This design comes from an exercise in tuning for small area, a short achievable clock period and few clock cycles per item on the open sky130 flow, not from production work. RTL that was checked went through simulation tests only; none was proved equivalent to the original. Function not checked in runs 1 to 3: the RTL went through the layout flow alone.

==> flow/design.v <==
module rec_check (
    input  wire         clk,
    input  wire         rst,           
    input  wire         in_valid,
    output wire         in_ready,
    input  wire [31:0]  in_data,
    output reg          out_valid,
    input  wire         out_ready,
    output wire [7:0]   out_status,
    output wire [31:0]  out_detail,
    output reg  [15:0]  out_seq,
    output reg  [9:0]   out_chan,
    output reg  [5:0]   out_act,
    input  wire         seqchk,        
    input  wire         expseq_wr,     
    input  wire [15:0]  expseq_din,
    input  wire [15:0]  shim_en,       
    input  wire [15:0]  shim_hard,     
    input  wire [15:0]  shim_soft,     
    input  wire [15:0]  shim_time,     
    input  wire [15:0]  shim_angle,    
    input  wire [15:0]  shim_pos,      
    input  wire [127:0] sincos
);
    reg  [2:0]  wcnt;
    reg         first;         
    reg  [31:0] crc;           
    reg  [31:0] prev;          
    reg  [15:0] expseq;
    reg  [1:0]  cls, dom;
    reg         sc;            
    reg         bad2;          
    reg  [2:0]  off;           
    reg         crcbad;
    reg         seqbad;
    wire take = in_valid && in_ready;
    assign in_ready = !out_valid || out_ready;
    wire w0 = (wcnt == 3'd0);
    wire w1 = (wcnt == 3'd1);
    wire w2 = (wcnt == 3'd2);
    wire w3 = (wcnt == 3'd3);
    wire w4 = (wcnt == 3'd4);
    wire w5 = (wcnt == 3'd5);
    wire w6 = (wcnt == 3'd6);
    wire w7 = (wcnt == 3'd7);
    wire [31:0] d = in_data;
    wire        dnz = (d != 32'd0);
    wire [31:0] crc_x = d ^ (crc | {32{first}});
    wire [31:0] x = crc_x;
    wire [31:0] fx;
    wire cx32 = x[6] ^ x[15];
    wire cx33 = x[0] ^ x[23];
    wire cx34 = x[1] ^ x[20];
    wire cx35 = x[2] ^ x[25];
    wire cx36 = x[10] ^ x[26];
    wire cx37 = x[4] ^ x[13];
    wire cx38 = x[21] ^ x[22];
    wire cx39 = x[8] ^ x[17];
    wire cx40 = x[7] ^ x[16];
    wire cx41 = x[5] ^ x[14];
    wire cx42 = x[3] ^ x[28];
    wire cx43 = x[9] ^ x[27];
    wire cx44 = x[30] ^ x[31];
    wire cx45 = x[19] ^ cx33;
    wire cx46 = x[11] ^ x[29];
    wire cx47 = x[12] ^ x[18];
    wire cx48 = x[24] ^ cx38;
    wire cx49 = cx34 ^ cx41;
    wire cx50 = cx32 ^ cx35;
    wire cx51 = x[28] ^ cx36;
    wire cx52 = x[26] ^ cx37;
    wire cx53 = cx39 ^ cx42;
    wire cx54 = x[29] ^ cx40;
    wire cx55 = x[5] ^ x[12];
    wire cx56 = x[10] ^ x[11];
    wire cx57 = x[30] ^ cx46;
    wire cx58 = x[18] ^ cx43;
    wire cx59 = x[3] ^ cx35;
    wire cx60 = x[31] ^ cx32;
    wire cx61 = x[7] ^ cx47;
    wire cx62 = cx34 ^ cx56;
    wire cx63 = x[23] ^ cx50;
    wire cx64 = x[8] ^ cx45;
    wire cx65 = x[21] ^ x[24];
    wire cx66 = x[1] ^ x[9];
    wire cx67 = x[6] ^ x[27];
    wire cx68 = x[22] ^ x[25];
    wire cx69 = x[19] ^ cx42;
    wire cx70 = cx43 ^ cx44;
    wire cx71 = x[3] ^ cx36;
    wire cx72 = x[14] ^ cx37;
    wire cx73 = x[9] ^ cx49;
    wire cx74 = x[4] ^ cx45;
    wire cx75 = cx36 ^ cx54;
    wire cx76 = x[16] ^ cx63;
    wire cx77 = x[20] ^ x[23];
    wire cx78 = x[4] ^ x[24];
    wire cx79 = x[21] ^ x[31];
    wire cx80 = x[17] ^ cx47;
    wire cx81 = cx38 ^ cx39;
    wire cx82 = x[2] ^ cx40;
    wire cx83 = x[6] ^ cx40;
    wire cx84 = x[2] ^ cx32;
    wire cx85 = x[25] ^ cx43;
    wire cx86 = x[13] ^ cx46;
    wire cx87 = x[12] ^ cx44;
    wire cx88 = x[15] ^ cx33;
    wire cx89 = cx35 ^ cx44;
    wire cx90 = x[27] ^ cx68;
    wire cx91 = cx48 ^ cx82;
    wire cx92 = cx53 ^ cx83;
    wire cx93 = x[27] ^ cx53;
    wire cx94 = x[30] ^ cx52;
    wire cx95 = cx37 ^ cx59;
    wire cx96 = x[29] ^ cx51;
    wire cx97 = x[17] ^ cx60;
    wire cx98 = cx44 ^ cx51;
    wire cx99 = cx39 ^ cx48;
    wire cx100 = cx41 ^ cx61;
    wire cx101 = cx39 ^ cx70;
    wire cx102 = cx61 ^ cx69;
    wire cx103 = cx49 ^ cx57;
    wire cx104 = cx64 ^ cx72;
    wire cx105 = cx60 ^ cx64;
    wire cy0 = x[11] ^ x[26];
    wire cy1 = x[28] ^ cx40;
    wire cy2 = cx43 ^ cx78;
    wire cy3 = cy0 ^ cx49;
    wire cy4 = cy1 ^ cy2;
    wire cy5 = cx63 ^ cy3;
    wire cy6 = cy4 ^ cy5;
    assign fx[0] = cy6;
    wire cy7 = cx55 ^ cx65;
    wire cy8 = cx50 ^ cy7;
    wire cy9 = cx75 ^ cx93;
    wire cy10 = cy8 ^ cy9;
    assign fx[1] = cy10;
    wire cy11 = cx68 ^ cx52;
    wire cy12 = cx57 ^ cx58;
    wire cy13 = cx92 ^ cy11;
    wire cy14 = cy12 ^ cy13;
    assign fx[2] = cy14;
    wire cy15 = cx100 ^ cx101;
    wire cy16 = cx74 ^ cx96;
    wire cy17 = cy15 ^ cy16;
    assign fx[3] = cy17;
    wire cy18 = x[18] ^ cx89;
    wire cy19 = cx75 ^ cy18;
    wire cy20 = cx104 ^ cy19;
    assign fx[4] = cy20;
    wire cy21 = cx89 ^ cx74;
    wire cy22 = cx92 ^ cy21;
    assign fx[5] = cy22;
    wire cy23 = x[14] ^ x[18];
    wire cy24 = x[31] ^ cx46;
    wire cy25 = cy23 ^ cy24;
    wire cy26 = cx93 ^ cy25;
    wire cy27 = cx76 ^ cy26;
    assign fx[6] = cy27;
    wire cy28 = cx67 ^ cx45;
    wire cy29 = cx59 ^ cx80;
    wire cy30 = cx103 ^ cy28;
    wire cy31 = cy29 ^ cy30;
    assign fx[7] = cy31;
    wire cy32 = cx34 ^ cx44;
    wire cy33 = cx65 ^ cx52;
    wire cy34 = cx84 ^ cy32;
    wire cy35 = cx102 ^ cy33;
    wire cy36 = cy34 ^ cy35;
    assign fx[8] = cy36;
    wire cy37 = x[26] ^ cx42;
    wire cy38 = cx66 ^ cx48;
    wire cy39 = cx86 ^ cy37;
    wire cy40 = cy38 ^ cy39;
    wire cy41 = cx105 ^ cy40;
    assign fx[9] = cy41;
    wire cy42 = x[22] ^ cx32;
    wire cy43 = cx55 ^ cx51;
    wire cy44 = cx57 ^ cy42;
    wire cy45 = cy43 ^ cy44;
    assign fx[10] = cy45;
    wire cy46 = cx33 ^ cx40;
    wire cy47 = cx67 ^ cx86;
    wire cy48 = cx87 ^ cy46;
    wire cy49 = cy47 ^ cy48;
    assign fx[11] = cy49;
    wire cy50 = x[11] ^ x[20];
    wire cy51 = cx55 ^ cy50;
    wire cy52 = cx52 ^ cy51;
    wire cy53 = cx101 ^ cy52;
    wire cy54 = cx76 ^ cy53;
    assign fx[12] = cy54;
    wire cy55 = cx79 ^ cx62;
    wire cy56 = cx80 ^ cx88;
    wire cy57 = cx95 ^ cy55;
    wire cy58 = cy56 ^ cy57;
    assign fx[13] = cy58;
    wire cy59 = x[13] ^ cx32;
    wire cy60 = cx38 ^ cx77;
    wire cy61 = cx85 ^ cy59;
    wire cy62 = cy60 ^ cx102;
    wire cy63 = cy61 ^ cy62;
    assign fx[14] = cy63;
    wire cy64 = x[20] ^ cx48;
    wire cy65 = cx51 ^ cx54;
    wire cy66 = cy64 ^ cy65;
    wire cy67 = cx104 ^ cy66;
    assign fx[15] = cy67;
    wire cy68 = cx85 ^ cx88;
    wire cy69 = cx103 ^ cx99;
    wire cy70 = cy68 ^ cy69;
    assign fx[16] = cy70;
    wire cy71 = cx47 ^ cx66;
    wire cy72 = cx48 ^ cy71;
    wire cy73 = cx98 ^ cy72;
    wire cy74 = cx76 ^ cy73;
    assign fx[17] = cy74;
    wire cy75 = x[0] ^ x[10];
    wire cy76 = x[22] ^ x[29];
    wire cy77 = cx37 ^ cy75;
    wire cy78 = cy76 ^ cx69;
    wire cy79 = cy77 ^ cx73;
    wire cy80 = cx97 ^ cy78;
    wire cy81 = cy79 ^ cy80;
    assign fx[18] = cy81;
    wire cy82 = x[25] ^ x[30];
    wire cy83 = cx65 ^ cy82;
    wire cy84 = cx58 ^ cy83;
    wire cy85 = cx96 ^ cy84;
    assign fx[19] = cy85;
    wire cy86 = x[19] ^ cx46;
    wire cy87 = cx90 ^ cy86;
    wire cy88 = cx98 ^ cy87;
    assign fx[20] = cy88;
    wire cy89 = cx41 ^ cx66;
    wire cy90 = cx78 ^ cx50;
    wire cy91 = cx54 ^ cx87;
    wire cy92 = cy89 ^ cy90;
    wire cy93 = cy91 ^ cy92;
    assign fx[21] = cy93;
    wire cy94 = x[24] ^ cx33;
    wire cy95 = cx53 ^ cx62;
    wire cy96 = cx70 ^ cx72;
    wire cy97 = cy94 ^ cy95;
    wire cy98 = cy96 ^ cy97;
    assign fx[22] = cy98;
    wire cy99 = cx47 ^ cx67;
    wire cy100 = cx77 ^ cx79;
    wire cy101 = cy100 ^ cy99;
    wire cy102 = cx75 ^ cy101;
    assign fx[23] = cy102;
    wire cy103 = x[16] ^ cx45;
    wire cy104 = cx50 ^ cx81;
    wire cy105 = cx73 ^ cx94;
    wire cy106 = cy103 ^ cy104;
    wire cy107 = cy105 ^ cy106;
    assign fx[24] = cy107;
    wire cy108 = x[23] ^ cx49;
    wire cy109 = cx58 ^ cx71;
    wire cy110 = cx91 ^ cx97;
    wire cy111 = cy108 ^ cy109;
    wire cy112 = cy110 ^ cy111;
    assign fx[25] = cy112;
    wire cy113 = x[0] ^ x[18];
    wire cy114 = x[19] ^ cy113;
    wire cy115 = cx71 ^ cx81;
    wire cy116 = cy114 ^ cx73;
    wire cy117 = cy115 ^ cy116;
    assign fx[26] = cy117;
    wire cy118 = cx38 ^ cx58;
    wire cy119 = cx62 ^ cx84;
    wire cy120 = cx74 ^ cy118;
    wire cy121 = cy119 ^ cy120;
    assign fx[27] = cy121;
    wire cy122 = cx42 ^ cx55;
    wire cy123 = cx45 ^ cx62;
    wire cy124 = cy122 ^ cx91;
    wire cy125 = cy123 ^ cy124;
    assign fx[28] = cy125;
    wire cy126 = x[12] ^ x[23];
    wire cy127 = x[6] ^ cx34;
    wire cy128 = cx46 ^ cy126;
    wire cy129 = cy127 ^ cy128;
    wire cy130 = cx95 ^ cx99;
    wire cy131 = cy129 ^ cy130;
    assign fx[29] = cy131;
    wire cy132 = x[9] ^ cx33;
    wire cy133 = cx48 ^ cx59;
    wire cy134 = cy132 ^ cx100;
    wire cy135 = cx94 ^ cy133;
    wire cy136 = cy134 ^ cy135;
    assign fx[30] = cy136;
    wire cy137 = x[1] ^ x[24];
    wire cy138 = cx37 ^ cx41;
    wire cy139 = cy137 ^ cx71;
    wire cy140 = cx90 ^ cy138;
    wire cy141 = cy139 ^ cy140;
    wire cy142 = cx105 ^ cy141;
    assign fx[31] = cy142;
    wire [31:0] crc_n = fx;
    wire [1:0] cls_i = d[27:26];
    wire [1:0] dom_i = d[25:24];
    wire [7:0] src_i = d[23:16];
    wire chk0 = (d[31:28] != 4'd1) || (cls_i == 2'b11) || (dom_i == 2'b11) ||
                (dom_i == 2'b00 && src_i != 8'd0) ||
                (dom_i == 2'b01 && src_i[7:4] != 4'd0) ||
                (dom_i == 2'b10 && src_i[7]);
    wire [5:0] act_i = d[21:16];
    wire chk1 = (d[15:5] != 11'd0) || (d[1:0] == 2'b11) ||
                (d[1:0] != 2'b00 && dom != 2'b10);
    wire [5:0] act = out_act;
    wire hs    = !cls[0];                       
    wire tdom  = (dom == 2'b00);
    wire a3f   = (act == 6'h3F);
    wire a45   = (act[5:1] == 5'b00010);
    wire a45x  = a45 && !tdom;                  
    wire a06   = (act == 6'h06);
    wire a07   = (act == 6'h07);
    wire a08   = (act == 6'h08);
    wire shim  = (act[5:4] == 2'b10);
    wire p0    = (act[5:2] == 4'd0) || (act == 6'h09);    
    wire win   = (cls == 2'b01);
    wire [3:0] sn = act[3:0];
    wire shim_ok = shim_en[sn] &
                   (cls[1] ? shim_soft[sn] : shim_hard[sn]) &
                   (dom[1] ? shim_pos[sn] : (dom[0] ? shim_angle[sn] : shim_time[sn]));
    reg shape_ok;
    always @(*) begin
        case (act)
            6'h01, 6'h02, 6'h03, 6'h06, 6'h07: shape_ok = 1'b1;
            6'h04, 6'h05: shape_ok = tdom || hs;
            6'h08: shape_ok = hs && !tdom;
            6'h09: shape_ok = hs;
            6'h20, 6'h21, 6'h22, 6'h23, 6'h24, 6'h25, 6'h26, 6'h27,
            6'h28, 6'h29, 6'h2A, 6'h2B, 6'h2C, 6'h2D, 6'h2E, 6'h2F:
                shape_ok = shim_ok;
            6'h3F: shape_ok = tdom && cls == 2'b10;
            default: shape_ok = 1'b0;
        endcase
    end
    wire win_bad = win && (!tdom || act == 6'd0 || act > 6'h07);
    wire chk2 = (a3f && dnz) || !shape_ok || win_bad;
    wire chk3 = (dom == 2'b01 && dnz) || (dom == 2'b10 && d[31:12] != 20'd0) || (a3f && dnz);
    wire chk4 = dnz && !win && !(a08 || a45x || shim);
    wire chk5 = dnz && !(a45x || a06 || shim);
    wire chk6 = (p0 && dnz) ||
                (a06 && (d[1:0] == 2'b00 || d[31:2] != 30'd0)) ||
                (a07 && d[31:6] != 26'd0);
    reg chk;
    always @(*) begin
        case (wcnt)
            3'd0: chk = chk0;
            3'd1: chk = bad2 || chk1;
            3'd2: chk = bad2 || chk2;
            3'd3: chk = bad2 || chk3;
            3'd4: chk = bad2 || chk4;
            3'd5: chk = bad2 || chk5;
            3'd6: chk = bad2 || chk6;
            default: chk = bad2;
        endcase
    end
    wire m12  = (dom == 2'b10) && (d[11:0] != 12'd0) && !sc;
    wire f16z = a08 && !dnz;
    wire f20z = (a45x || a06) && !dnz;
    wire [32:0] gt_c;
    assign gt_c[0] = 1'b0;
    genvar gi;
    generate for (gi = 0; gi < 32; gi = gi + 1) begin : g_gt
        assign gt_c[gi+1] = (prev[gi] & ~d[gi]) | ((prev[gi] | ~d[gi]) & gt_c[gi]);
    end endgenerate
    wire gt   = a45x && gt_c[32];
    wire parz = ((a45 && tdom) || a08 || a3f) && !dnz;
    reg [2:0] off_n;
    always @(*) begin
        off_n = off;
        if (w3)
            off_n = m12 ? 3'b011 : 3'b000;
        else if (!off[2]) begin
            if (w4 && f16z)      off_n = 3'b100;
            else if (w5 && f20z) off_n = 3'b101;
            else if (w5 && gt)   off_n = 3'b100;
            else if (w6 && parz) off_n = 3'b110;
        end
    end
    wire st_bad = !crcbad && (bad2 || seqbad);
    wire st_bnd = !crcbad && !bad2 && !seqbad && (off != 3'b000);
    assign out_status = {4'b0000, st_bnd, crcbad || st_bad, 1'b0, crcbad || st_bnd};
    wire sel_seq = !crcbad && !bad2 && seqbad;
    assign out_detail[31:30] = crcbad ? ~crc[31:30] : 2'b00;
    assign out_detail[29]    = crcbad ? ~crc[29] : (bad2 || seqbad);
    assign out_detail[28]    = crcbad ? ~crc[28] : sel_seq;
    assign out_detail[27:16] = crcbad ? ~crc[27:16] : 12'd0;
    assign out_detail[15:5]  = crcbad ? ~crc[15:5] : (sel_seq ? expseq[15:5] : 11'd0);
    assign out_detail[4:2]   = crcbad ? ~crc[4:2] : (sel_seq ? expseq[4:2] : (st_bnd ? off : 3'd0));
    assign out_detail[1:0]   = crcbad ? ~crc[1:0] : (sel_seq ? expseq[1:0] : 2'd0);
    always @(posedge clk) begin
        if (rst) begin
            wcnt      <= 3'd0;
            first     <= 1'b1;
            out_valid <= 1'b0;
            expseq    <= 16'd0;
        end else begin
            if (take) begin
                wcnt  <= wcnt + 3'd1;
                first <= w7;
                if (w7)
                    out_valid <= 1'b1;
            end
            if (out_valid && out_ready) begin
                if (!take || !w7)
                    out_valid <= 1'b0;
                if (seqchk && !crcbad)
                    expseq <= out_seq + 16'd1;
            end
            if (expseq_wr)
                expseq <= expseq_din;
        end
    end
    always @(posedge clk) begin
        seqbad <= seqchk && (out_seq != expseq);
        if (take) begin
            prev <= d;
            bad2 <= chk;
            off  <= off_n;
            if (!w7)
                crc <= crc_n;
            else
                crcbad <= !(&crc_x);
            if (w0) begin
                out_seq <= d[15:0];
                cls     <= cls_i;
                dom     <= dom_i;
                sc      <= sincos[src_i[6:0]];
            end
            if (w1) begin
                out_chan <= d[31:22];
                out_act  <= act_i;
            end
        end
    end
endmodule
==> flow/flow/run.sh <==
#!/bin/bash
set -euo pipefail
export BUFFER_PORTS_ARGS="-buffer_cell sky130_fd_sc_hd__buf_1"
bash standard.sh > standard.log 2>&1
==> flow/standard.sh <==
#!/bin/bash
# synth_recipe.tcl (not shown) runs the flow's synth.tcl, then flattens the netlist and writes it again
# the make line also repeats each setting of config.mk as NAME=value (left out here)
make -C /OpenROAD-flow-scripts/flow DESIGN_CONFIG=/design/flow/config.mk WORK_HOME=/design/flow/orfs CLKGATE_MAP_FILE= SYNTH_SCRIPT=/design/flow/synth_recipe.tcl "${@:-finish}"
==> flow/config.mk <==
export PLATFORM = sky130hd
export DESIGN_NAME = rec_check
export DESIGN_NICKNAME = rec_check
export VERILOG_FILES = /design/flow/design.v
export SDC_FILE = /design/flow/constraint.sdc
export NUM_CORES = 4
export LEC_CHECK = 0
export CAP_MARGIN = 20
export CORE_MARGIN = 2
export CORE_UTILIZATION = 65
export CTS_BUF_LIST = sky130_fd_sc_hd__clkbuf_8
export CTS_CLUSTER_SIZE = 40
export SETUP_SLACK_MARGIN = 2.8
export SLEW_MARGIN = 20
==> flow/constraint.sdc <==
create_clock -name core_clock -period 6.0 [get_ports {clk}]
set_input_delay 1.2000 -clock core_clock [delete_from_list [all_inputs] [get_ports {clk}]]
set_output_delay 1.2000 -clock core_clock [all_outputs]
set_load 0.01 [all_outputs]
==> impl_metrics.env, run 1 <==
export IMPL_slew_limit_headroom_pct=28.01
export IMPL_avgSynthCellArea_sq_um=10.20
export IMPL_grt_max_degree=41
export IMPL_grt_util_all_layers_pct=38.64
export IMPL_die_height_microns=135.9
export IMPL_nets=1706
export IMPL_grt_first_pass_wirelength_mm=53.34
export IMPL_ctsRootBufferMaster="clkbuf_8"
export IMPL_final_hold_viol_count=0
export IMPL_worst_path_max_fanout=17
export IMPL_async_flop_share_pct=0
export IMPL_post_route_period_util_pct=54.36
export IMPL_layout_drive_gt1_share_pct=13.41
export IMPL_ant_nets=0
export IMPL_drt_first_pass_iters=8
export IMPL_critPathRequiredTime_ps=6220
export IMPL_place_hpwl_mm=27.01
export IMPL_arrival_ps=3480
export IMPL_synthSimpleGateAreaFrac_pct=11.46
export IMPL_ys_warnings_count=1
export IMPL_die_w_microns=135.9
export IMPL_synth_seq_cells=128
export IMPL_rsz0062_at_grt="true"
export IMPL_final_util_pct=77.81
export IMPL_insertion_delay_ps=470
export IMPL_drc_errors=0
export IMPL_syn2layout_area_growth_pct=17.86
export IMPL_cts_hold_buf=0
export IMPL_setup_violations=0
export IMPL_synth_fa_ha_area_share_pct=1.528
export IMPL_drt_wl_total_mm=35.28
export IMPL_synth_cell_type_count=71
export IMPL_cp_end_kind="register"
export IMPL_crit_path_start_kind="input pin"
export IMPL_viasPerCell=6.115
export IMPL_cts_htree_levels=4
export IMPL_seq_area_frac_synth_pct=32.06
export IMPL_tritoncts="done"
export IMPL_wl_per_cell_microns=21.28
export IMPL_initial_core_util_pct=66.02
export IMPL_die_area_sq_um=18460
export IMPL_grt_pass1_vias=9853
export IMPL_synth_top_family_by_area="XOR/XNOR gates"
export IMPL_synth_edff_count=106
export IMPL_holdCritPathClass="register to register"
export IMPL_grt_ovfl_total=0
export IMPL_cap_violations=0
export IMPL_cts_inserted_buffers=17
export IMPL_syn_area_sq_um=11300
export IMPL_rows=48
export IMPL_antenna_found_initial=1
export IMPL_fin_worst_skew_ps=17.07
export IMPL_fmax_mhz=306.6
export IMPL_final_max_slew_viol_count=0
export IMPL_synthMuxAreaShare_pct=11.56
export IMPL_ys_flop_type="edfxtp_1"
export IMPL_status="complete, no violations"
export IMPL_port_buffer_count=346
export IMPL_cts_num_sinks=128
export IMPL_synthXorXnorAreaFrac_pct=27.28
export IMPL_setup_tns_ps=0
export IMPL_ioPinCount=352
export IMPL_final_min_clock_period_ps=3261
export IMPL_core_sq_um=17120
export IMPL_synth_compound_area_share_pct=11.27
export IMPL_clockBufferDepth=2
export IMPL_path_clk_slew_ps=70
export IMPL_routabilityCongestion=0.9984
export IMPL_max_slew_worst_pin_slew_ps=1080
export IMPL_drt_iter0_drc=1051
export IMPL_synthCells=1108
export IMPL_vias=10140
export IMPL_worstSetupPathType="input pin to register"
## layout by cell type, fill, tap and decap left out, types with 9 or more instances in the layout
| cell type | count |
|---|---|
| xnor2_2 | 33 |
| nor3_1 | 15 |
| buf_4 | 12 |
| nor2_2 | 10 |
| xnor2_4 | 11 |
| clkbuf_8 | 18 |
| dfxtp_1 | 21 |
| a211oi_1 | 14 |
| nand3_1 | 13 |
| nand4_1 | 12 |
| xor2_1 | 64 |
| nor2b_1 | 12 |
| inv_1 | 50 |
| buf_1 | 330 |
| o21ai_0 | 31 |
| edfxtp_1 | 106 |
| xnor2_1 | 174 |
| mux4_2 | 38 |
| o22ai_1 | 20 |
| nand2_1 | 60 |
| a31oi_1 | 11 |
| nand2b_1 | 11 |
| a21oi_1 | 51 |
| o32ai_1 | 9 |
| buf_2 | 11 |
| nor2_1 | 97 |
| mux2i_1 | 36 |
## routing by layer
metal  share of wire [%]  track usage [%]  vias to the layer above  wire length, microns
met5                   0                0                        -                     0
met4                 4.3            18.06                        0                  1526
met3                 9.5            7.159                       95                  3356
met2                  48            64.31                      655                 16920
met1                  38            49.02                     4798                 13480
li1                    -                -                     4590                     -
## registers in the layout (all words and copies together), names as in the netlist
signal,cells
prev,32
first,1
expseq,16
out_chan,10
out_act,6
seqbad,1
bad2,1
crc,32
sc,1
crcbad,1
off,3
wcnt,3
out_valid,1
cls,2
out_seq,16
dom,2
## worst paths after layout
path / from / endpoint / slack, ps / cells past startpoint
setup / recovery: in_data[18] / bad2$_DFFE_PP_ / 2740 / 10
hold / removal: wcnt[1]$_SDFFE_PP0P_ / wcnt[1]$_SDFFE_PP0P_ / 520 / 2
setup reg to reg: first$_SDFFE_PP1P_ / crcbad$_DFFE_PP_ / 2850 / 7
hold reg to reg: wcnt[1]$_SDFFE_PP0P_ / wcnt[1]$_SDFFE_PP0P_ / 520 / 2
## through the flow
step / hold slack, ps / instances / cell area, sq um / setup WS, ps
6_report: 522.5 / 1658 / 13320 / 2739
5_1_grt: 561.5 / 1658 / 13320 / 2693
4_1_cts: 528.9 / 1654 / 13210 / 2760
3_5_place_dp: 517.1 / 1617 / 12630 / 1887
3_3_place_gp: 509.7 / 1617 / 12630 / 1939
2_1_floorplan: 481.2 / 1112 / 11370 / 2591
## timing repair
action	CTS	global route
resized for setup	30	19
pin swaps	2	2
setup buffers	4	3
setup endpoints to repair	62	46
cloned	1	0
## synthesized netlist by cell type, types with 32 or more instances
master | number | share of area (%)
inv_1 | 49 | 1.6
xnor2_2 | 36 | 5.2
o21ai_0 | 32 | 1.4
nor2_1 | 102 | 3.4
xnor2_1 | 177 | 14
mux4_2 | 38 | 7.6
nand2_1 | 60 | 2.0
clkbuf_1 | 42 | 1.4
a21oi_1 | 51 | 2.3
xor2_1 | 64 | 5.0
mux2i_1 | 36 | 3.2
edfxtp_1 | 106 | 28
## critical path, stage by stage
cell and delay (ps):
buf_1 80, buf_4 200, or3_4 440, nor2_2 140
nand4_1 150, buf_4 190, a211oi_1 310, o22ai_1 140
a2111o_1 410, a32o_1 210
## cell type report
cell class	count	area, sq um
diodes	1	2.502
clock buffers	17	234.0
clock inverters	15	192.7
fillers	1243	3797
inverters	50	192.7
multi-input cells	860	7311
flip-flops and latches	128	3627
well taps	225	281.5
repair buffers	361	1470
repair inverters	1	7.507
## logic make-up (layout without fill, tap and decap cells)
kind of cell | count (synthesis) | in the layout
AO/OA/AOI/OAI | 192 | 192
XOR/XNOR | 295 | 295
adder cells (fa/ha/maj) | 15 | 15
buffers and inverters | 124 | 444
flip-flops | 128 | 128
multiplexers | 82 | 82
other | 1 | 6
AND/OR/NAND/NOR | 271 | 271
==> inputs of run 2 (changes only) <==
--- a/flow/design.v
+++ b/flow/design.v
@@ -24,7 +24,7 @@
 );
     reg  [2:0]  wcnt;
     reg         first;         
-    reg  [31:0] crc;           
+    reg  [31:0] cx;            
     reg  [31:0] prev;          
     reg  [15:0] expseq;
     reg  [1:0]  cls, dom;
@@ -32,7 +32,9 @@
     reg         bad2;          
     reg  [2:0]  off;           
     reg         crcbad;
-    reg         seqbad;
+    reg         r_bad;         
+    reg         r_seq;         
+    reg         r_bnd;         
     wire take = in_valid && in_ready;
     assign in_ready = !out_valid || out_ready;
     wire w0 = (wcnt == 3'd0);
@@ -45,8 +47,7 @@
     wire w7 = (wcnt == 3'd7);
     wire [31:0] d = in_data;
     wire        dnz = (d != 32'd0);
-    wire [31:0] crc_x = d ^ (crc | {32{first}});
-    wire [31:0] x = crc_x;
+    wire [31:0] x = cx;
     wire [31:0] fx;
     wire cx32 = x[6] ^ x[15];
     wire cx33 = x[0] ^ x[23];
@@ -297,7 +298,7 @@
     wire cy141 = cy139 ^ cy140;
     wire cy142 = cx105 ^ cy141;
     assign fx[31] = cy142;
-    wire [31:0] crc_n = fx;
+    wire [31:0] cx_n = d ^ (fx | {32{first}});
     wire [1:0] cls_i = d[27:26];
     wire [1:0] dom_i = d[25:24];
     wire [7:0] src_i = d[23:16];
@@ -305,6 +306,25 @@
                 (dom_i == 2'b00 && src_i != 8'd0) ||
                 (dom_i == 2'b01 && src_i[7:4] != 4'd0) ||
                 (dom_i == 2'b10 && src_i[7]);
+    wire [3:0] sq0 = {src_i[1:0] == 2'd3, src_i[1:0] == 2'd2, src_i[1:0] == 2'd1, src_i[1:0] == 2'd0};
+    wire [3:0] sq1 = {src_i[3:2] == 2'd3, src_i[3:2] == 2'd2, src_i[3:2] == 2'd1, src_i[3:2] == 2'd0};
+    wire [3:0] sq2 = {src_i[5:4] == 2'd3, src_i[5:4] == 2'd2, src_i[5:4] == 2'd1, src_i[5:4] == 2'd0};
+    wire [31:0] sl1;
+    wire [7:0]  sl2;
+    wire [1:0]  sl3;
+    genvar sci;
+    generate
+        for (sci = 0; sci < 32; sci = sci + 1) begin : g_sl1
+            assign sl1[sci] = |(sincos[4*sci +: 4] & sq0);
+        end
+        for (sci = 0; sci < 8; sci = sci + 1) begin : g_sl2
+            assign sl2[sci] = |(sl1[4*sci +: 4] & sq1);
+        end
+        for (sci = 0; sci < 2; sci = sci + 1) begin : g_sl3
+            assign sl3[sci] = |(sl2[4*sci +: 4] & sq2);
+        end
+    endgenerate
+    wire sc_i = src_i[6] ? sl3[1] : sl3[0];
     wire [5:0] act_i = d[21:16];
     wire chk1 = (d[15:5] != 11'd0) || (d[1:0] == 2'b11) ||
                 (d[1:0] != 2'b00 && dom != 2'b10);
@@ -382,17 +402,16 @@
             else if (w6 && parz) off_n = 3'b110;
         end
     end
-    wire st_bad = !crcbad && (bad2 || seqbad);
-    wire st_bnd = !crcbad && !bad2 && !seqbad && (off != 3'b000);
-    assign out_status = {4'b0000, st_bnd, crcbad || st_bad, 1'b0, crcbad || st_bnd};
-    wire sel_seq = !crcbad && !bad2 && seqbad;
-    assign out_detail[31:30] = crcbad ? ~crc[31:30] : 2'b00;
-    assign out_detail[29]    = crcbad ? ~crc[29] : (bad2 || seqbad);
-    assign out_detail[28]    = crcbad ? ~crc[28] : sel_seq;
-    assign out_detail[27:16] = crcbad ? ~crc[27:16] : 12'd0;
-    assign out_detail[15:5]  = crcbad ? ~crc[15:5] : (sel_seq ? expseq[15:5] : 11'd0);
-    assign out_detail[4:2]   = crcbad ? ~crc[4:2] : (sel_seq ? expseq[4:2] : (st_bnd ? off : 3'd0));
-    assign out_detail[1:0]   = crcbad ? ~crc[1:0] : (sel_seq ? expseq[1:0] : 2'd0);
+    wire seq_ne = seqchk && (out_seq != expseq);
+    wire [31:0] crc_calc = ~(cx ^ prev);        
+    assign out_status = {4'b0000, !crcbad && r_bnd, crcbad || r_bad, 1'b0, crcbad || r_bnd};
+    assign out_detail[31:30] = crcbad ? crc_calc[31:30] : 2'b00;
+    assign out_detail[29]    = crcbad ? crc_calc[29] : r_bad;
+    assign out_detail[28]    = crcbad ? crc_calc[28] : r_seq;
+    assign out_detail[27:16] = crcbad ? crc_calc[27:16] : 12'd0;
+    assign out_detail[15:5]  = crcbad ? crc_calc[15:5] : (r_seq ? expseq[15:5] : 11'd0);
+    assign out_detail[4:2]   = crcbad ? crc_calc[4:2] : (r_seq ? expseq[4:2] : (r_bnd ? off : 3'd0));
+    assign out_detail[1:0]   = crcbad ? crc_calc[1:0] : (r_seq ? expseq[1:0] : 2'd0);
     always @(posedge clk) begin
         if (rst) begin
             wcnt      <= 3'd0;
@@ -417,20 +436,21 @@
         end
     end
     always @(posedge clk) begin
-        seqbad <= seqchk && (out_seq != expseq);
+        r_bad <= bad2 || seq_ne;
+        r_seq <= !bad2 && seq_ne;
+        r_bnd <= !bad2 && !seq_ne && (off != 3'b000);
         if (take) begin
             prev <= d;
             bad2 <= chk;
             off  <= off_n;
-            if (!w7)
-                crc <= crc_n;
-            else
-                crcbad <= !(&crc_x);
+            cx   <= cx_n;
+            if (w7)
+                crcbad <= !(&cx_n);
             if (w0) begin
                 out_seq <= d[15:0];
                 cls     <= cls_i;
                 dom     <= dom_i;
-                sc      <= sincos[src_i[6:0]];
+                sc      <= sc_i;
             end
             if (w1) begin
                 out_chan <= d[31:22];
--- a/flow/config.mk
+++ b/flow/config.mk
@@ -7,8 +7,6 @@
 export LEC_CHECK = 0
 export CAP_MARGIN = 20
 export CORE_MARGIN = 2
-export CORE_UTILIZATION = 65
-export CTS_BUF_LIST = sky130_fd_sc_hd__clkbuf_8
-export CTS_CLUSTER_SIZE = 40
+export CORE_UTILIZATION = 40
 export SETUP_SLACK_MARGIN = 2.8
 export SLEW_MARGIN = 20
==> run 2 against run 1 <==
Still clean. Via count decreased by 2.7%. Global-route usage decreased by 11 points. Routed wire length increased by 16%. Synthesized area increased by 0.75%. Non-clock buffer count increased by 75. Critical path depth unchanged. Largest cell class unchanged.
==> impl_metrics.env, run 2 <==
export IMPL_grtUsageMet3_pct=6.398
export IMPL_ant_nets=0
export IMPL_grt_max_degree=73
export IMPL_holdWs_ps=506.3
export IMPL_synth_top_area_share_pct=27.96
export IMPL_nets=1728
export IMPL_vias=9862
export IMPL_antenna_found_initial=4
export IMPL_drc_errors=0
export IMPL_worst_path_max_fanout=5
export IMPL_ys_warnings_count=1
export IMPL_whs_path_depth=1
export IMPL_ctsRootBufferMaster="clkbuf_16"
export IMPL_initial_core_util_pct=40.76
export IMPL_fmax_mhz=276.5
export IMPL_port_buffer_count=346
export IMPL_clockBufferDepth=2
export IMPL_synth_edff_count=106
export IMPL_die_area_sq_um=29830
export IMPL_core_sq_um=27930
export IMPL_ys_flop_type="edfxtp_1"
export IMPL_synth_cell_type_count=69
export IMPL_syn_area_sq_um=11390
export IMPL_rsz0062_at_grt="true"
export IMPL_yosysMostFrequentCell="xnor2_1"
export IMPL_synthCells=1060
export IMPL_drt_iter0_drc=775
export IMPL_wl_per_cell_microns=22.21
export IMPL_synth_area_leaders="edfxtp_1 28%, xnor2_1 13%, mux4_2 12%"
export IMPL_mostFrequentLayoutCells="337 x buf_1, 152 x xnor2_1, 107 x nor2_1, 106 x edfxtp_1, 87 x buf_4"
export IMPL_grt_pass1_vias=9929
export IMPL_rr_startpoint="cx[23]$_DFFE_PP_"
export IMPL_critPathRequiredTime_ps=6170
export IMPL_die_height_microns=172.7
export IMPL_drt_wl_total_mm=40.83
export IMPL_path_clk_slew_ps=60
export IMPL_cts_num_sinks=130
export IMPL_cap_violations=0
export IMPL_syn2layout_area_growth_pct=28.21
export IMPL_use_met1_pct=34.80
export IMPL_rows=61
export IMPL_cts_htree_levels=4
export IMPL_worstSetupPathType="register to register"
export IMPL_crit_path_start_kind="register"
export IMPL_r2r_end="crcbad$_DFFE_PP_"
export IMPL_max_slew_worst_pin_slew_ps=727.8
export IMPL_cp_end_kind="register"
export IMPL_final_min_clock_period_ps=3617
export IMPL_routabilityCongestion=1.018
export IMPL_die_w_microns=172.7
export IMPL_viasPerCell=5.366
export IMPL_fin_worst_skew_ps=9.948
export IMPL_n_fill_cell=2640
export IMPL_drt_first_pass_iters=5
export IMPL_final_hold_viol_count=0
export IMPL_synth_seq_cells=130
export IMPL_grt_util_all_layers_pct=27.16
export IMPL_cts_inserted_buffers=17
export IMPL_layout_drive_gt1_share_pct=18.96
export IMPL_seq_area_frac_synth_pct=32.18
export IMPL_ioPinCount=352
export IMPL_grt_first_pass_wirelength_mm=60.89
export IMPL_async_flop_share_pct=0
export IMPL_avgSynthCellArea_sq_um=10.74
export IMPL_reg2regPathDepth=10
export IMPL_synthTopCellsByCount="169 x xnor2_1, 108 x nor2_1, 106 x edfxtp_1"
export IMPL_top_regs="cx: 32 flops, prev: 32 flops"
export IMPL_busiest_layer="met2"
export IMPL_use_met2_pct=45.33
export IMPL_min_from="bad2$_DFFE_PP_"
export IMPL_slew_limit_headroom_pct=51.03
export IMPL_post_route_period_util_pct=60.29
export IMPL_final_common_cell="buf_1"
export IMPL_holdCritPathClass="register to register"
export IMPL_final_max_slew_viol_count=0
export IMPL_insertion_delay_ps=430
export IMPL_setup_violations=0
export IMPL_r2r_setup_slack_ps=2380
export IMPL_arrival_ps=3790
export IMPL_synth_largest_area_cell="edfxtp_1"
export IMPL_min_to="r_seq$_DFF_P_"
export IMPL_setup_tns_ps=0
export IMPL_grt_ovfl_total=0
export IMPL_tritoncts="done"
export IMPL_place_hpwl_mm=30.80
export IMPL_status="complete, no violations"
## run 2: cell types whose count changed in the layout (fill, tap and decap cells not counted), sizes merged, moves of 8 or more
| cell | before | now |
|---|---|---|
| and2 | 1 | 16 |
| buf | 357 | 433 |
| inv | 52 | 44 |
| maj3 | 6 | 15 |
| mux2i | 36 | 21 |
| mux4 | 38 | 61 |
| o22ai | 20 | 2 |
| xnor2 | 218 | 182 |
| xnor3 | 4 | 28 |
## run 2: kinds of logic after synthesis
logic type | count (synthesis) | share of synthesized area, %
xor gates and xnor gates | 285 | 27.44
adders and majority gates | 22 | 2.088
buffers and inverters | 117 | 4.758
muxes | 84 | 14.11
AOI/OAI and AO/OA | 146 | 8.044
and+or+nand+nor | 275 | 11.35
other | 1 | 0.03294
DFF | 130 | 32.18
## run 2: how the worst max path moves through the flow
stage                           from  slack [ps]                to
finish              cx[23]$_DFFE_PP_        2380  crcbad$_DFFE_PP_
global route         cx[3]$_DFFE_PP_        2310  crcbad$_DFFE_PP_
CTS                 cx[27]$_DFFE_PP_        2430  crcbad$_DFFE_PP_
detailed placement       in_data[16]        1830      sc$_DFFE_PP_
global placement         in_data[16]        1860      sc$_DFFE_PP_
floorplan                 in_data[0]        2700  crcbad$_DFFE_PP_
## run 2: metrics by stage
stage	cells	utilization (%)	worst slack [ps]	instance area [sq um]
2_1_floorplan	1064	-	2696	11570
3_3_place_gp	1720	46.29	1861	12930
3_5_place_dp	1720	46.29	1834	12930
4_1_cts	1824	51.63	2433	14420
5_1_grt	1837	52.25	2314	14600
6_report	1838	52.26	2383	14600
## run 2: cell type report
cell class                      count  area, sq um  share of cell area (%)
Tap cell                          378        473.0                   3.240
Multi-Input combinational cell    817         7626                   52.24
Antenna cell                        4        10.01                 0.06857
Inverter                           41        158.9                   1.089
Clock inverter                      8        53.80                  0.3686
Timing Repair Buffer              436         2043                   14.00
Sequential cell                   130         3665                   25.10
Clock buffer                       24        568.0                   3.891
## run 2: routing by layer
metal	routed length (microns)	vias up
li1	-	4548
met1	16820	4785
met2	19870	459
met3	2952	68
met4	1166	2
met5	13	-
## run 2: worst max-delay path, stage by stage, from the launching register on
cell and delay [ps]:
edfxtp_1 400, buf_4 220, xnor2_1 190, xnor2_1 480
xnor3_1 430, xnor2_1 180, nor2_1 80, xnor2_1 200
nand2_1 100, or4_4 530, or4_1 540
## run 2: what timing repair did
action | in CTS | in global routing
gates cloned | 0 | 0
setup buffers | 72 | 9
endpoints found under the setup margin | 32 | 27
hold buffers | 0 | 0
resized for setup | 58 | 16
pin swaps | 19 | 5
==> inputs of run 3 (changes only) <==
--- a/flow/config.mk
+++ b/flow/config.mk
@@ -8,5 +8,5 @@
 export CAP_MARGIN = 20
 export CORE_MARGIN = 2
 export CORE_UTILIZATION = 40
-export SETUP_SLACK_MARGIN = 2.8
+export SETUP_SLACK_MARGIN = 3.1
 export SLEW_MARGIN = 20
==> run 3 against run 2 <==
Clock skew is essentially flat. Hold slack got worse by 33 ps. Routed wire length up 0.93%. First-iteration DRC count fell by 3.7%. Design area up 5.8%.
==> impl_metrics.env, run 3 <==
export IMPL_status="complete, no violations"
export IMPL_layout_drive_gt1_share_pct=24.97
export IMPL_nets=1774
export IMPL_fmax_mhz=278.1
export IMPL_drt_wl_total_mm=41.21
export IMPL_die_area_sq_um=29830
export IMPL_clockBufferDepth=2
export IMPL_synth_area_leaders="edfxtp_1 28%, xnor2_1 13%, mux4_2 12%"
export IMPL_ctsRootBufferMaster="clkbuf_16"
export IMPL_synthSimpleGateAreaFrac_pct=11.35
export IMPL_ys_flop_type="edfxtp_1"
export IMPL_grt_pass1_vias=10050
export IMPL_cts_htree_levels=4
export IMPL_synth_largest_area_cell="edfxtp_1"
export IMPL_post_route_period_util_pct=59.92
export IMPL_worstSetupPathType="register to register"
export IMPL_final_max_slew_viol_count=0
export IMPL_antenna_found_initial=0
export IMPL_die_w_microns=172.7
export IMPL_reg2regPathDepth=11
export IMPL_ys_warnings_count=1
export IMPL_final_min_clock_period_ps=3595
export IMPL_critPathRequiredTime_ps=6170
export IMPL_wl_per_cell_microns=21.91
export IMPL_n_fill_cell=2526
export IMPL_path_clk_slew_ps=70
export IMPL_core_sq_um=27930
export IMPL_synthCells=1060
export IMPL_use_met1_pct=35.68
export IMPL_r2r_setup_slack_ps=2400
export IMPL_arrival_ps=3760
export IMPL_viasPerCell=5.388
export IMPL_drc_errors=0
export IMPL_initial_core_util_pct=40.76
export IMPL_rr_startpoint="cx[21]$_DFFE_PP_"
export IMPL_ioPinCount=352
export IMPL_synth_compound_area_share_pct=8.044
export IMPL_final_hold_viol_count=0
export IMPL_vias=10130
export IMPL_synthXorXnorAreaFrac_pct=27.44
export IMPL_routabilityCongestion=0.9415
export IMPL_synthMuxAreaShare_pct=14.11
export IMPL_setup_tns_ps=0
export IMPL_grt_first_pass_wirelength_mm=60.67
export IMPL_r2r_end="crcbad$_DFFE_PP_"
export IMPL_synth_top_family_by_area="XOR/XNOR gates"
export IMPL_port_buffer_count=346
export IMPL_place_hpwl_mm=30.19
export IMPL_async_flop_share_pct=0
export IMPL_avgSynthCellArea_sq_um=10.74
export IMPL_grt_ovfl_total=0
export IMPL_synth_edff_count=106
export IMPL_syn2layout_area_growth_pct=35.66
export IMPL_cp_end_kind="register"
export IMPL_worst_path_max_fanout=4
export IMPL_cap_violations=0
export IMPL_synth_top_area_share_pct=27.96
export IMPL_rows=61
export IMPL_yosysMostFrequentCell="xnor2_1"
export IMPL_synth_seq_cells=130
export IMPL_ant_nets=0
export IMPL_holdWs_ps=473.3
export IMPL_grt_util_all_layers_pct=26.96
export IMPL_tritoncts="done"
export IMPL_top_regs="cx: 32 flops, prev: 32 flops"
export IMPL_mostFrequentLayoutCells="321 x buf_1, 130 x xnor2_1, 113 x buf_4, 106 x nor2_1, 106 x edfxtp_1"
export IMPL_min_from="first$_SDFFE_PP1P_"
export IMPL_die_height_microns=172.7
export IMPL_crit_path_start_kind="register"
export IMPL_synthTopCellsByCount="169 x xnor2_1, 108 x nor2_1, 106 x edfxtp_1"
export IMPL_fin_worst_skew_ps=10.34
export IMPL_holdCritPathClass="register to register"
export IMPL_use_met2_pct=45.48
export IMPL_seq_area_frac_synth_pct=32.18
export IMPL_insertion_delay_ps=430
export IMPL_cts_inserted_buffers=17
export IMPL_min_to="first$_SDFFE_PP1P_"
export IMPL_synth_cell_type_count=69
export IMPL_drt_iter0_drc=746
export IMPL_setup_violations=0
export IMPL_grt_max_degree=73
export IMPL_synth_fa_ha_area_share_pct=2.088
export IMPL_slew_limit_headroom_pct=53.25
export IMPL_max_slew_worst_pin_slew_ps=701.3
export IMPL_syn_area_sq_um=11390
export IMPL_final_common_cell="buf_1"
export IMPL_cts_num_sinks=130
export IMPL_whs_path_depth=2
export IMPL_grtUsageMet3_pct=5.035
export IMPL_drt_first_pass_iters=5
export IMPL_rsz0062_at_grt="true"
export IMPL_busiest_layer="met2"
[run 3: cell count changes in the layout (fill, tap and decap cells not counted), sizes merged]
cell | before | now
diode | 4 | 1
bufinv | 0 | 1
clkinvlp | 0 | 2
clkinv | 5 | 3
inv | 44 | 50
buf | 433 | 472
[run 3: kinds of logic after synthesis]
family / after synthesis
simple gates: 275
mux: 84
buf+inv: 117
other cells: 1
flops: 130
fa+ha+maj: 22
compound gates: 146
xor+xnor: 285
[run 3: per-layer routing]
metal  vias to the layer above  wire length (microns)  part of all wire, %
li1                       4639                      -                    -
met2                       473                  20330                   49
met3                        56                   3023                  7.3
met4                         0                    842                  2.0
met5                         -                      0                    0
met1                      4966                  17020                   41
[run 3: metrics by stage]
stage / instances / instance area [sq um] / setup slack (ps) / utilization [%]
global route: 1880 / 15440 / 2336 / 55.29
CTS: 1862 / 15010 / 2455 / 53.74
floorplan: 1064 / 11580 / 2696 / -
global placement: 1719 / 12930 / 1830 / 46.29
finish: 1881 / 15450 / 2405 / 55.29
detailed placement: 1719 / 12930 / 1823 / 46.29
[run 3: worst max path at each step]
stage | from | to | slack [ps] | cells after the start
global placement | in_data[16] | sc$_DFFE_PP_ | 1830 | 7
floorplan | in_data[0] | crcbad$_DFFE_PP_ | 2700 | 6
CTS | cx[24]$_DFFE_PP_ | crcbad$_DFFE_PP_ | 2450 | 9
global route | cx[21]$_DFFE_PP_ | crcbad$_DFFE_PP_ | 2340 | 11
finish | cx[21]$_DFFE_PP_ | crcbad$_DFFE_PP_ | 2400 | 11
detailed placement | in_data[16] | sc$_DFFE_PP_ | 1820 | 7
[run 3: repair_timing]
action / 4_1_cts / 5_1_grt
buffers inserted: 108 / 17
gates cloned: 3 / 0
hold buffers: 0 / 0
pin swaps: 49 / 19
setup endpoints to repair: 69 / 26
gates resized for setup: 110 / 62
[run 3: worst max-delay path: stages, from the launching register on]
cell and delay, ps:
edfxtp_1 440, buf_6 160, xnor2_4 290, xor2_4 310, buf_6 150, xnor2_2 130, xnor3_1 310, nor2_2 210
xnor2_2 140, nand2_1 130, or4_4 560, or4_1 510
[run 3: area by class of cell]
class / instances / area, sq um / share of cell area, %
Multi-Input combinational cell: 817 / 7950 / 51.47
Inverter: 41 / 173.9 / 1.126
Sequential cell: 130 / 3667 / 23.74
Antenna cell: 1 / 2.502 / 0.01620
Clock inverter: 15 / 161.4 / 1.045
Tap cell: 378 / 473.0 / 3.062
Clock buffer: 17 / 425.4 / 2.754
Timing Repair Buffer: 482 / 2592 / 16.78
==> inputs of run 4 (changes only) <==
--- a/flow/design.v
+++ b/flow/design.v
@@ -22,32 +22,33 @@
     input  wire [15:0]  shim_pos,      
     input  wire [127:0] sincos
 );
-    reg  [2:0]  wcnt;
+    reg  [31:0] din;
+    reg         dv;
+    wire stall = out_valid && !out_ready;
+    assign in_ready = !stall;
+    wire take = in_valid && !stall;
+    wire proc = dv && !stall;
+    reg  [2:0]  wcnt;          
     reg         first;         
-    reg  [31:0] cx;            
-    reg  [31:0] prev;          
+    reg  [31:0] crc;           
     reg  [15:0] expseq;
     reg  [1:0]  cls, dom;
     reg         sc;            
+    reg         gt;            
     reg         bad2;          
     reg  [2:0]  off;           
     reg         crcbad;
     reg         r_bad;         
     reg         r_seq;         
     reg         r_bnd;         
-    wire take = in_valid && in_ready;
-    assign in_ready = !out_valid || out_ready;
-    wire w0 = (wcnt == 3'd0);
-    wire w1 = (wcnt == 3'd1);
-    wire w2 = (wcnt == 3'd2);
     wire w3 = (wcnt == 3'd3);
     wire w4 = (wcnt == 3'd4);
     wire w5 = (wcnt == 3'd5);
     wire w6 = (wcnt == 3'd6);
     wire w7 = (wcnt == 3'd7);
-    wire [31:0] d = in_data;
+    wire [31:0] d = din;
     wire        dnz = (d != 32'd0);
-    wire [31:0] x = cx;
+    wire [31:0] x = d ^ (crc | {32{first}});
     wire [31:0] fx;
     wire cx32 = x[6] ^ x[15];
     wire cx33 = x[0] ^ x[23];
@@ -298,7 +299,12 @@
     wire cy141 = cy139 ^ cy140;
     wire cy142 = cx105 ^ cy141;
     assign fx[31] = cy142;
-    wire [31:0] cx_n = d ^ (fx | {32{first}});
+    wire [32:0] gt_c;
+    assign gt_c[0] = 1'b0;
+    genvar gi;
+    generate for (gi = 0; gi < 32; gi = gi + 1) begin : g_gt
+        assign gt_c[gi+1] = (din[gi] & ~in_data[gi]) | ((din[gi] | ~in_data[gi]) & gt_c[gi]);
+    end endgenerate
     wire [1:0] cls_i = d[27:26];
     wire [1:0] dom_i = d[25:24];
     wire [7:0] src_i = d[23:16];
@@ -382,13 +388,7 @@
     wire m12  = (dom == 2'b10) && (d[11:0] != 12'd0) && !sc;
     wire f16z = a08 && !dnz;
     wire f20z = (a45x || a06) && !dnz;
-    wire [32:0] gt_c;
-    assign gt_c[0] = 1'b0;
-    genvar gi;
-    generate for (gi = 0; gi < 32; gi = gi + 1) begin : g_gt
-        assign gt_c[gi+1] = (prev[gi] & ~d[gi]) | ((prev[gi] | ~d[gi]) & gt_c[gi]);
-    end endgenerate
-    wire gt   = a45x && gt_c[32];
+    wire gt5  = a45x && gt;
     wire parz = ((a45 && tdom) || a08 || a3f) && !dnz;
     reg [2:0] off_n;
     always @(*) begin
@@ -398,39 +398,40 @@
         else if (!off[2]) begin
             if (w4 && f16z)      off_n = 3'b100;
             else if (w5 && f20z) off_n = 3'b101;
-            else if (w5 && gt)   off_n = 3'b100;
+            else if (w5 && gt5)  off_n = 3'b100;
             else if (w6 && parz) off_n = 3'b110;
         end
     end
     wire seq_ne = seqchk && (out_seq != expseq);
-    wire [31:0] crc_calc = ~(cx ^ prev);        
     assign out_status = {4'b0000, !crcbad && r_bnd, crcbad || r_bad, 1'b0, crcbad || r_bnd};
-    assign out_detail[31:30] = crcbad ? crc_calc[31:30] : 2'b00;
-    assign out_detail[29]    = crcbad ? crc_calc[29] : r_bad;
-    assign out_detail[28]    = crcbad ? crc_calc[28] : r_seq;
-    assign out_detail[27:16] = crcbad ? crc_calc[27:16] : 12'd0;
-    assign out_detail[15:5]  = crcbad ? crc_calc[15:5] : (r_seq ? expseq[15:5] : 11'd0);
-    assign out_detail[4:2]   = crcbad ? crc_calc[4:2] : (r_seq ? expseq[4:2] : (r_bnd ? off : 3'd0));
-    assign out_detail[1:0]   = crcbad ? crc_calc[1:0] : (r_seq ? expseq[1:0] : 2'd0);
+    assign out_detail[31:30] = crcbad ? ~crc[31:30] : 2'b00;
+    assign out_detail[29]    = crcbad ? ~crc[29] : r_bad;
+    assign out_detail[28]    = crcbad ? ~crc[28] : r_seq;
+    assign out_detail[27:16] = crcbad ? ~crc[27:16] : 12'd0;
+    assign out_detail[15:5]  = crcbad ? ~crc[15:5] : (r_seq ? expseq[15:5] : 11'd0);
+    assign out_detail[4:2]   = crcbad ? ~crc[4:2] : (r_seq ? expseq[4:2] : (r_bnd ? off : 3'd0));
+    assign out_detail[1:0]   = crcbad ? ~crc[1:0] : (r_seq ? expseq[1:0] : 2'd0);
     always @(posedge clk) begin
         if (rst) begin
+            dv        <= 1'b0;
             wcnt      <= 3'd0;
             first     <= 1'b1;
             out_valid <= 1'b0;
             expseq    <= 16'd0;
         end else begin
-            if (take) begin
+            if (!stall)
+                dv <= in_valid;
+            if (proc) begin
                 wcnt  <= wcnt + 3'd1;
                 first <= w7;
-                if (w7)
-                    out_valid <= 1'b1;
             end
             if (out_valid && out_ready) begin
-                if (!take || !w7)
-                    out_valid <= 1'b0;
+                out_valid <= 1'b0;
                 if (seqchk && !crcbad)
                     expseq <= out_seq + 16'd1;
             end
+            if (proc && w7)
+                out_valid <= 1'b1;
             if (expseq_wr)
                 expseq <= expseq_din;
         end
@@ -440,19 +441,23 @@
         r_seq <= !bad2 && seq_ne;
         r_bnd <= !bad2 && !seq_ne && (off != 3'b000);
         if (take) begin
-            prev <= d;
+            din <= in_data;
+            gt  <= gt_c[32];
+        end
+        if (proc) begin
             bad2 <= chk;
             off  <= off_n;
-            cx   <= cx_n;
-            if (w7)
-                crcbad <= !(&cx_n);
-            if (w0) begin
+            if (!w7)
+                crc <= fx;
+            else
+                crcbad <= !(&x);
+            if (first) begin
                 out_seq <= d[15:0];
                 cls     <= cls_i;
                 dom     <= dom_i;
                 sc      <= sc_i;
             end
-            if (w1) begin
+            if (wcnt == 3'd1) begin
                 out_chan <= d[31:22];
                 out_act  <= act_i;
             end
==> flow/flow/run.sh (replaced) <==
#!/bin/bash
set -euo pipefail
export BUFFER_PORTS_ARGS="-buffer_cell sky130_fd_sc_hd__buf_1"
bash standard.sh synth > synth.log 2>&1

RES=$(ls -d orfs/results/*/rec_check/base)
LOGS=$(ls -d orfs/logs/*/rec_check/base)
LIB=$FLOW_HOME/platforms/$FLOW_PLATFORM/lib/sky130_fd_sc_hd__tt_025C_1v80.lib
cp "$RES/1_2_yosys.v" std_synth.v
python3 flow/libfunc.py "$LIB" > cells_func.v
DONT_USE=$(grep -o -- "-dont_use [^ ]*" "$LOGS/1_2_yosys.log" | sort -u | tr '\n' ' ')
cat > remap.ys <<EOT
read_liberty -lib $LIB
read_verilog std_synth.v
hierarchy -top $FLOW_TOP
techmap -map cells_func.v
techmap
opt -purge
abc -liberty $LIB $DONT_USE -script flow/remap.abc
opt_clean -purge
splitnets
opt_clean -purge
hilomap -singleton -hicell sky130_fd_sc_hd__conb_1 HI -locell sky130_fd_sc_hd__conb_1 LO
insbuf -buf sky130_fd_sc_hd__buf_4 A X
check -assert -mapped
stat -liberty $LIB
write_verilog -noattr -nohex -nodec remapped.v
EOT
yosys -s remap.ys > remap.log 2>&1
# the registers must be exactly the standard synthesis's
regs() { grep -E '^ *sky130_fd_sc_hd__(df|edf|sdf|dl)[a-z0-9_]* ' "$1" | awk '{print $1, $2}' | sort; }
if ! diff <(regs std_synth.v) <(regs remapped.v) >> remap.log 2>&1; then
  echo "register mismatch after remapping" >> remap.log
  exit 1
fi
cp remapped.v "$RES/1_2_yosys.v"
rm -f "$RES/1_synth.odb" "$RES/1_synth.sdc"
bash standard.sh synth > synth2.log 2>&1

bash standard.sh > standard.log 2>&1
==> flow/flow/libfunc.py (new file) <==
# Write Verilog modules giving the function of every combinational cell of a
# liberty file (for yosys techmap); sequential cells are left out.
import re, sys
lib = open(sys.argv[1]).read()
out = []
# split into cells
cells = re.split(r'\n\s*cell\s*\(\s*"?([A-Za-z0-9_]+)"?\s*\)\s*\{', lib)
for i in range(1, len(cells), 2):
    name, body = cells[i], cells[i + 1]
    if re.search(r'\n\s*(ff|latch|statetable)\s*\(', body):
        continue
    pins = re.findall(r'\n\s*pin\s*\(\s*"?([A-Za-z0-9_]+)"?\s*\)\s*\{(.*?)\n\s*\}', body, re.S)
    ins, outs = [], []
    # crude pin parse: direction and function appear before nested groups end
    for m in re.finditer(r'\n\s*pin\s*\(\s*"?([A-Za-z0-9_]+)"?\s*\)\s*\{', body):
        pn = m.group(1)
        seg = body[m.end():m.end() + 20000]
        nxt = re.search(r'\n\s*pin\s*\(', seg)
        if nxt:
            seg = seg[:nxt.start()]
        dm = re.search(r'direction\s*:\s*"?(\w+)"?', seg)
        if not dm:
            continue
        d = dm.group(1)
        if d == 'input':
            ins.append(pn)
        elif d == 'output':
            fm = re.search(r'\bfunction\s*:\s*"([^"]*)"', seg)
            outs.append((pn, fm.group(1) if fm else None))
    if not outs or any(f is None for _, f in outs):
        continue
    if any(re.search(r'VPWR|VGND|KAPWR', f) for _, f in outs):
        continue
    ports = ins + [o for o, _ in outs]
    out.append(f"module {name} ({', '.join(ports)});")
    for p in ins:
        out.append(f"  input {p};")
    for o, f in outs:
        expr = f.replace('+', '|').replace("'", '')
        expr = re.sub(r'\b1\b', "1'b1", expr) if expr.strip() in ('1',) else expr
        expr = "1'b0" if expr.strip() == '0' else expr
        out.append(f"  output {o};")
        out.append(f"  assign {o} = {expr};")
    out.append("endmodule")
print("\n".join(out))
==> flow/flow/remap.abc (new file) <==
&get -n
&st
&dch
&nf -R 1000
&put
topo
--- a/flow/config.mk
+++ b/flow/config.mk
@@ -7,6 +7,8 @@
 export LEC_CHECK = 0
 export CAP_MARGIN = 20
 export CORE_MARGIN = 2
-export CORE_UTILIZATION = 40
-export SETUP_SLACK_MARGIN = 3.1
+export CORE_UTILIZATION = 65
+export CTS_BUF_LIST = sky130_fd_sc_hd__clkbuf_8
+export CTS_CLUSTER_SIZE = 40
+export SETUP_SLACK_MARGIN = 3.0
 export SLEW_MARGIN = 20
==> run 4 against run 3 <==
Die area shrank 44%. Still clean. Utilization up 27 points. Design area down 18%. Global-route usage up 18 points. Flip-flop and latch count up 2. Critical endpoint is now out_detail[14].
==> impl_metrics.env, run 4 <==
export IMPL_status="complete, no violations"
export IMPL_insertion_delay_ps=480
export IMPL_port_buffer_count=346
export IMPL_final_hold_viol_count=0
export IMPL_tritoncts="done"
export IMPL_drt_first_pass_iters=8
export IMPL_place_ws_ps=2366
export IMPL_critPathRequiredTime_ps=4800
export IMPL_worst_path_max_fanout=28
export IMPL_top_regs="crc: 32 flops, din: 32 flops"
export IMPL_mostFrequentLayoutCells="345 x buf_1, 196 x xnor2_1, 107 x edfxtp_1, 88 x nor2_1, 73 x o21ai_0"
export IMPL_nets=1736
export IMPL_final_min_clock_period_ps=3021
export IMPL_grt_max_degree=59
export IMPL_cts_hold_buf=0
export IMPL_crit_path_start_kind="register"
export IMPL_core_sq_um=15310
export IMPL_grt_first_pass_wirelength_mm=56.32
export IMPL_holdCritPathClass="register to register"
export IMPL_fmax_mhz=331.0
export IMPL_cp_end_kind="primary output"
export IMPL_cts_htree_levels=4
export IMPL_viasPerCell=6.558
export IMPL_post_route_period_util_pct=50.35
export IMPL_slew_limit_headroom_pct=25.28
export IMPL_ant_nets=0
export IMPL_setup_violations=0
export IMPL_ys_warnings_count=1
export IMPL_avgSynthCellArea_sq_um=9.549
export IMPL_layout_setup_ws_ps=2979
export IMPL_ctsRootBufferMaster="clkbuf_8"
export IMPL_synthCells=1073
export IMPL_routabilityCongestion=1.051
export IMPL_fin_worst_skew_ps=13.69
export IMPL_arrival_ps=1820
export IMPL_clockBufferDepth=2
export IMPL_worstSetupPathType="register to primary output"
export IMPL_vias=11040
export IMPL_die_w_microns=129.6
export IMPL_drt_wl_total_mm=38.69
export IMPL_die_area_sq_um=16780
export IMPL_path_clk_slew_ps=90
export IMPL_cts_num_sinks=132
export IMPL_rows=45
export IMPL_die_height_microns=129.6
export IMPL_rsz0062_at_grt="true"
export IMPL_syn2layout_area_growth_pct=23.59
export IMPL_grt_ovfl_total=0
export IMPL_setup_tns_ps=0
export IMPL_drt_iter0_drc=1716
export IMPL_max_slew_worst_pin_slew_ps=1121
export IMPL_cts_inserted_buffers=17
export IMPL_final_util_pct=82.69
export IMPL_ioPinCount=352
export IMPL_wl_per_cell_microns=22.98
export IMPL_cap_violations=0
export IMPL_antenna_found_initial=2
export IMPL_holdWs_ps=536.1
export IMPL_final_max_slew_viol_count=0
export IMPL_final_common_cell="buf_1"
export IMPL_layout_drive_gt1_share_pct=8.430
export IMPL_grt_pass1_vias=10410
export IMPL_initial_core_util_pct=66.90
export IMPL_place_hpwl_mm=28.19
export IMPL_drc_errors=0
export IMPL_syn_area_sq_um=10250
export IMPL_grt_util_all_layers_pct=45.04
-- run 4: worst max-delay path: stages (launching register included) --
cell and delay, ps:
edfxtp_1 420, buf_6 180, clkinv_4 220, o21ai_0 280, buf_1 220
-- run 4: area by class of cell --
type / count / area, sq um
Antenna cell: 2 / 5.005
Clock buffer: 17 / 234.0
Clock inverter: 15 / 155.1
Fill cell: 989 / 2651
Inverter: 56 / 215.2
Multi-Input combinational cell: 879 / 6546
Sequential cell: 132 / 3717
Tap cell: 211 / 264.0
Timing Repair Buffer: 372 / 1526
-- run 4: worst paths after layout --
kind                      startpoint                end  slack [ps]  cells after the start
setup / recovery    crcbad$_DFFE_PP_     out_detail[14]        2980                      4
hold / removal        bad2$_DFFE_PP_      r_seq$_DFF_P_         540                      1
setup reg to reg  first$_SDFFE_PP1P_  crc[16]$_DFFE_PP_        3000                      8
hold reg to reg       bad2$_DFFE_PP_      r_seq$_DFF_P_         540                      1
-- run 4: through the flow --
step,cells,instance area (sq um)
6_report,1684,12660
5_1_grt,1684,12660
4_1_cts,1675,12460
3_5_place_dp,1635,11860
3_3_place_gp,1635,11860
2_1_floorplan,1077,10290
-- run 4: per-layer routing --
layer	GRT usage, %	wire length, microns
met1	53.19	12940
met2	75.48	18320
met3	11.31	4847
met4	25.11	2581
met5	0	0
-- run 4: repair_timing --
action,4_1_cts,5_1_grt
gates resized for setup,25,29
gates cloned,0,1
setup endpoints to repair,78,44
pin swaps,0,3
buffers inserted,8,6
Testbench counts of run 4, summed over its fixed seeds: cycles 12,808, items 1,600.

==> port drivers added, routing unchanged <==
The results above use ideal ports. As a check the final layouts listed here were re-extracted and re-timed, cells and wires unchanged.
Step 1: set_driving_cell puts a clkbuf_16 on clk and a buf_2 on each other input, an assumption about the parent block.
Step 2 times the ports against the registers' clock, not the clock port: input delays grow and output delays shrink by t, the midpoint of the rising clock arrivals with the driver on.
a / b / c = ideal / step 1 / step 2; a / b = the first two.
| run | t, ns | setup WS [ns] | worst register clock-pin slew, ns | worst slew at a driven data input, ns |
|---|---|---|---|---|
| run 1 | 0.502 | 2.739 / 2.756 / 2.254 | 0.09 / 0.09 | 0.08 |
| run 2 | 0.476 | 2.383 / 2.383 / 2.229 | 0.07 / 0.07 | 0.10 |
| run 3 | 0.475 | 2.405 / 2.405 / 2.249 | 0.07 / 0.07 | 0.13 |
| run 4 | 0.515 | 2.979 / 2.940 / 2.551 | 0.09 / 0.09 | 0.12 |
After both steps setup and hold are still met in every run listed. The setup slack of run 1, which loses most, moves by +0.017 ns with the drivers and by -0.485 ns with both steps.
